This design comes from an exercise in tuning for small area, a short achievable clock period and few clock cycles per item on the open sky130 flow, not from production work. Where RTL was checked, it was by simulation tests only, not by an equivalence proof against the original.

==> inputs of trial 76 <==
// skim_pixel
module skim_pixel (
    input  wire        clk,
    input  wire        rst,           
    input  wire        in_valid,
    output reg         in_ready,
    input  wire [13:0] in_code,       
    input  wire        in_ovr,        
    input  wire [15:0] in_tapm_ofs,   
    input  wire [15:0] in_tapm_gain,  
    input  wire [15:0] in_dark,       
    input  wire [15:0] in_gain,       
    input  wire        in_dead,       
    input  wire        in_bypass,     
    input  wire        in_last,       
    output reg         out_valid,
    input  wire        out_ready,
    output reg  [15:0] out_pix,
    output reg         out_sat,       
    output reg         out_dead,      
    output reg         out_nsat,      
    output reg         out_last
);
==> flow/config.mk <==
export PLATFORM = sky130hd
export DESIGN_NAME = skim_pixel
export DESIGN_NICKNAME = skim_pixel
export VERILOG_FILES = /design/flow/design.v
export SDC_FILE = /design/flow/constraint.sdc
export NUM_CORES = 4
export LEC_CHECK = 0
export CAP_MARGIN = 20
export CORE_MARGIN = 2
export CORE_UTILIZATION = 40
export CTS_BUF_LIST = sky130_fd_sc_hd__clkbuf_8
export SLEW_MARGIN = 20
export SYNTH_HIERARCHICAL = 1
==> flow/constraint.sdc <==
create_clock -name core_clock -period 60.0 [get_ports {clk}]
set_input_delay 12.0000 -clock core_clock [delete_from_list [all_inputs] [get_ports {clk}]]
set_output_delay 12.0000 -clock core_clock [all_outputs]
set_load 0.01 [all_outputs]
standard.sh (not shown) runs the stock make flow with config.mk's settings and CLKGATE_MAP_FILE= SYNTH_SCRIPT=/design/flow/synth_recipe.tcl, a recipe that flattens the netlist after the stock synthesis.
==> flow/flow/run.sh <==
#!/bin/bash
# The standard layout (standard synthesis included), with timing repair
# aiming at a 13 ns period instead of leaving the clock's 47 ns of slack unused,
# and faster port buffers. Each step's full output goes to ORFS's own logs
# under orfs/logs; make's output goes to standard.log.
set -euo pipefail
bash standard.sh SETUP_SLACK_MARGIN=47 "BUFFER_PORTS_ARGS=-buffer_cell sky130_fd_sc_hd__buf_2" finish > standard.log 2>&1
==> trial 8: changes against trial 76 <==
- CORE_UTILIZATION: 40 -> 60
- CTS_BUF_LIST: sky130_fd_sc_hd__clkbuf_8 -> unset
==> qor summary <==
quantity	trial 8	trial 76
Status	finished clean	finished clean
Min Clock Period, post-route	13140 ps	13240 ps
First-pass GRT wire length	99500 um	105000 um
Sequential cell area	5370 um^2	5370 um^2
Routed length on met2	30800 um	32600 um
Vias in the first global route	19696	19811
Timing startpoint of the critical path	out_pix[11]	out_sat
Area added between synthesis and finish	7.01%	7.66%
Crit share post-route	0.219	0.221
Met3 wire len	3920 um	3750 um
Hold_sp	p0_gain[4]	p0_gain[6]
Starting density of the core	0.607	0.403
Tap Count	532	790
Via total after detailed routing	17816	17933
Largest net degree at the start of global routing	59	82
Tightest hold margin	421 ps	430 ps
Total wire length	60800 um	63900 um
Worst setup slack after layout	46860 ps	46760 ps
Routability Congestion	0.847	0.869
Layout clock area frac	0.0231	0.0148
GRT met3 Usage	0.0468	0.0349
Die height	207 um	253 um
Testbench counts of trial 76, summed over its fixed seeds: cycles 32,733, items 30,720.
Testbench counts of trial 8, summed over its fixed seeds: cycles 32,733, items 30,720.

========
==> inputs of 06-09 <==
Another version of the RTL of skim_pixel (not shown whole).
clock: 60.0 ns
lec_check: 0
cap_margin: 20
core_margin: 2
core_utilization: 40
slew_margin: 20
synth_hierarchical: 1
run.sh (not shown) runs the stock make flow with config.mk's settings and CLKGATE_MAP_FILE= SYNTH_SCRIPT=/design/flow/synth_recipe.tcl, a recipe that flattens the netlist after the stock synthesis.
Stock flow here: none of the scripts above is used.
==> 05-20 (differences from 06-09) <==
--- a/flow/design.v
+++ b/flow/design.v
@@ -1770,15 +1770,14 @@
     wire [31:0] k_p = {k_566, k_565, k_564, k_563, k_562, k_561, k_560, k_559, k_558, k_557, k_556, k_555, k_554, k_553, k_552, k_551, k_550, k_549, k_548, k_547, k_546, k_545, k_544, k_543, {~k_433, ~k_431, ~k_429, ~k_427, ~k_425, ~k_423, ~k_421, ~k_pp0}};
     wire        k_hi  = k_p[31:30] != 2'b00;
     wire [15:0] k_v   = k_hi ? 16'hFFFF : k_p[29:14];
     wire        k_sat = p1_sat | k_hi;
     localparam DIV_STAGES = 4;
     localparam DIV_ITERS  = 16 / DIV_STAGES;
     localparam ST_ACC  = 2'd0;    
-    localparam ST_CAP  = 2'd1;    
     localparam ST_DIV  = 2'd2;    
     localparam ST_EMIT = 2'd3;    
     reg  [1:0]  st;
     reg  [4:0]  run_n;            
     reg  [4:0]  cnt;              
     reg         have_l;           
     reg         norr;             
@@ -1794,34 +1793,32 @@
     wire take     = p1_v && acc && (p1_dead || run_n == 5'd0);
     wire take_g   = take && !p1_dead;
     wire take_end = take && p1_dead && p1_last;         
     wire det_r    = p1_v && acc && !p1_dead && (run_n != 5'd0);
     assign adv1 = !p1_v || take;
     wire [4:0]  d     = run_n + 5'd1;                  
     wire        pow2  = (run_n == 5'd1) || (run_n == 5'd3) || (run_n == 5'd7) || (run_n == 5'd15);
-    wire [16:0] delta = {1'b0, dq} - {1'b0, out_pix};  
+    wire [16:0] delta = {1'b0, k_v} - {1'b0, out_pix};  
     reg  [15:0] sh_q;
     reg  [4:0]  sh_r;
     always @(*) begin
         case (run_n)
             5'd1:    begin sh_q = delta[16:1];                   sh_r = {4'd0, delta[0]};   end
             5'd3:    begin sh_q = {{1{delta[16]}}, delta[16:2]}; sh_r = {3'd0, delta[1:0]}; end
             5'd7:    begin sh_q = {{2{delta[16]}}, delta[16:3]}; sh_r = {2'd0, delta[2:0]}; end
             default: begin sh_q = {{3{delta[16]}}, delta[16:4]}; sh_r = {1'b0, delta[3:0]}; end
         endcase
     end
-    wire [15:0] dv_in = (st == ST_CAP) ? delta[15:0] : dq;
-    wire [4:0]  dv_r0 = (st == ST_CAP) ? (delta[16] ? run_n : 5'd0) : dr;
     reg  [15:0] dv_q;
     reg  [4:0]  dv_r;
     reg  [5:0]  dv_t;
     integer k;
     always @(*) begin
-        dv_q = dv_in;
-        dv_r = dv_r0;
+        dv_q = dq;
+        dv_r = dr;
         for (k = 0; k < DIV_STAGES; k = k + 1) begin
             dv_t = {dv_r, dv_q[15]};
             if (dv_t >= {1'b0, d}) begin
                 dv_r = dv_t[4:0] - d;
                 dv_q = {dv_q[14:0], 1'b1};
             end else begin
                 dv_r = dv_t[4:0];
@@ -1852,19 +1849,17 @@
                     run_n_nx = run_n + 5'd1;
                     if (p1_last)
                         st_nx = ST_EMIT;
                 end else if (!o_free) begin
                     pend_nx = 1'b1;
                 end
             end else if (det_r) begin
-                st_nx = have_l ? ST_CAP : ST_EMIT;
+                st_nx = (have_l && !pow2) ? ST_DIV : ST_EMIT;
             end
         end
-        ST_CAP:
-            st_nx = (pow2 || DIV_ITERS == 1) ? ST_EMIT : ST_DIV;
         ST_DIV:
             if (cnt == DIV_ITERS)
                 st_nx = ST_EMIT;
         default:
             if (o_free && em_done) begin
                 run_n_nx = 5'd0;
                 st_nx    = ST_ACC;
@@ -1918,18 +1913,18 @@
                 out_pix  <= k_v;
                 out_sat  <= k_sat;
                 out_dead <= 1'b0;
                 out_nsat <= 1'b0;
                 out_last <= p1_last;
             end
         end
-        if (take_g || det_r) begin
-            dq    <= k_v;
+        if (take_g || (det_r && !have_l))
+            dq <= k_v;
+        if (take_g || det_r)
             f_sat <= k_sat;
-        end
         if (take_g)
             f_last <= p1_last;
         if (take_end) begin
             dq    <= 16'd0;
             dr    <= 5'd0;
             de    <= 5'd0;
             f_sat <= 1'b0;
@@ -1939,23 +1934,22 @@
             first <= 1'b1;
             cnt   <= 5'd1;
         end
         if (det_r && !have_l) begin
             dr <= 5'd0;
             de <= 5'd0;
         end
-        if (st == ST_CAP) begin
+        if (det_r && have_l) begin
             de <= {1'b0, d[4:1]};
             if (pow2) begin
                 dq <= sh_q;
                 dr <= sh_r;
             end else begin
-                dq  <= dv_q;
-                dr  <= dv_r;
-                cnt <= 5'd2;
+                dq <= delta[15:0];
+                dr <= delta[16] ? run_n : 5'd0;
             end
         end
         if (st == ST_DIV) begin
             dq  <= dv_q;
             dr  <= dv_r;
             cnt <= (cnt == DIV_ITERS) ? 5'd1 : cnt + 5'd1;
         end
==> flow/flow/run.sh (new file) <==
#!/bin/bash
# The standard layout (standard synthesis included), with timing repair
# aiming at a 13 ns period instead of leaving the clock's 47 ns of slack unused,
# and faster port buffers. Each step's full output goes to ORFS's own logs
# under orfs/logs; make's output goes to standard.log.
set -euo pipefail
bash standard.sh SETUP_SLACK_MARGIN=47 "BUFFER_PORTS_ARGS=-buffer_cell sky130_fd_sc_hd__buf_2" finish > standard.log 2>&1
==> flow/standard.sh (new file) <==
#!/bin/bash
# synth_recipe.tcl (not shown) runs the flow's synth.tcl, then flattens the netlist and writes it again
# the make line also repeats each setting of config.mk as NAME=value (left out here)
make -C /OpenROAD-flow-scripts/flow DESIGN_CONFIG=/design/flow/config.mk WORK_HOME=/design/flow/orfs CLKGATE_MAP_FILE= SYNTH_SCRIPT=/design/flow/synth_recipe.tcl "${@:-finish}"
removed: flow/run.sh
==> flow_metrics.env <==
export IMPL_synth_simple_gate_area_share_pct=16.7
export IMPL_seqAreaFraction_pct=19.2
export IMPL_grtUsageMet2_pct=37.4
export IMPL_register_area_sq_um=5370
export IMPL_regToRegStartpoint="p0_ofs[0]"
export IMPL_status="finished clean"
export IMPL_min_delay_worst_endpoint="p1_gain[9]"
export IMPL_setup_ws_ps=46900
[end of results for 05-20]
==> flow_metrics.env <==
export IMPL_synth_simple_gate_area_share_pct=16.0
export IMPL_status="finished clean"
export IMPL_drt_met1_wl_um=28600
export IMPL_register_area_sq_um=5320
export IMPL_non_filler_cell_area_final_sq_um=28300
export IMPL_r2r_slack_ps=49740
export IMPL_regToRegStartpoint="dq[1]"
export IMPL_seqAreaFraction_pct=18.8
export IMPL_min_delay_worst_endpoint="p1_gain[5]"
export IMPL_grtUsageMet2_pct=37.4
export IMPL_nMultiInputCombCells=2082
[end of results for 06-09]
No functional check of the RTL was part of any run of this note.

## re-timing with driven ports
In the flow no input, the clock included, has a driving cell. The finished layouts below were timed again as built, in two steps. Step 1, drivers: a clkbuf_16 drives clk and a buf_2 each remaining input, both assumed. Step 2, shift: input delay + t, output delay - t, t = (earliest + latest rising clock arrival at the registers) / 2. This alone moves slack from input paths to output paths. Slacks: ideal / step 1 / step 2; pairs: ideal / step 1.
| run | shift t [ns] | slack for setup (ns) | worst setup path at the end |
|---|---|---|---|
| trial 76 | 0.617 | 46.762 / 46.708 / 46.752 | input to register |
| trial 8 | 0.518 | 46.864 / 46.807 / 46.687 | input to register |
| 06-09 | 0.558 | 46.483 / 46.428 / 46.076 | input to register |
| 05-20 | 0.554 | 46.898 / 46.843 / 46.650 | input to register |
After both steps every run listed still meets setup and hold. The setup slack of 06-09, which loses most, moves by -0.055 ns with the drivers and by -0.407 ns with both steps.
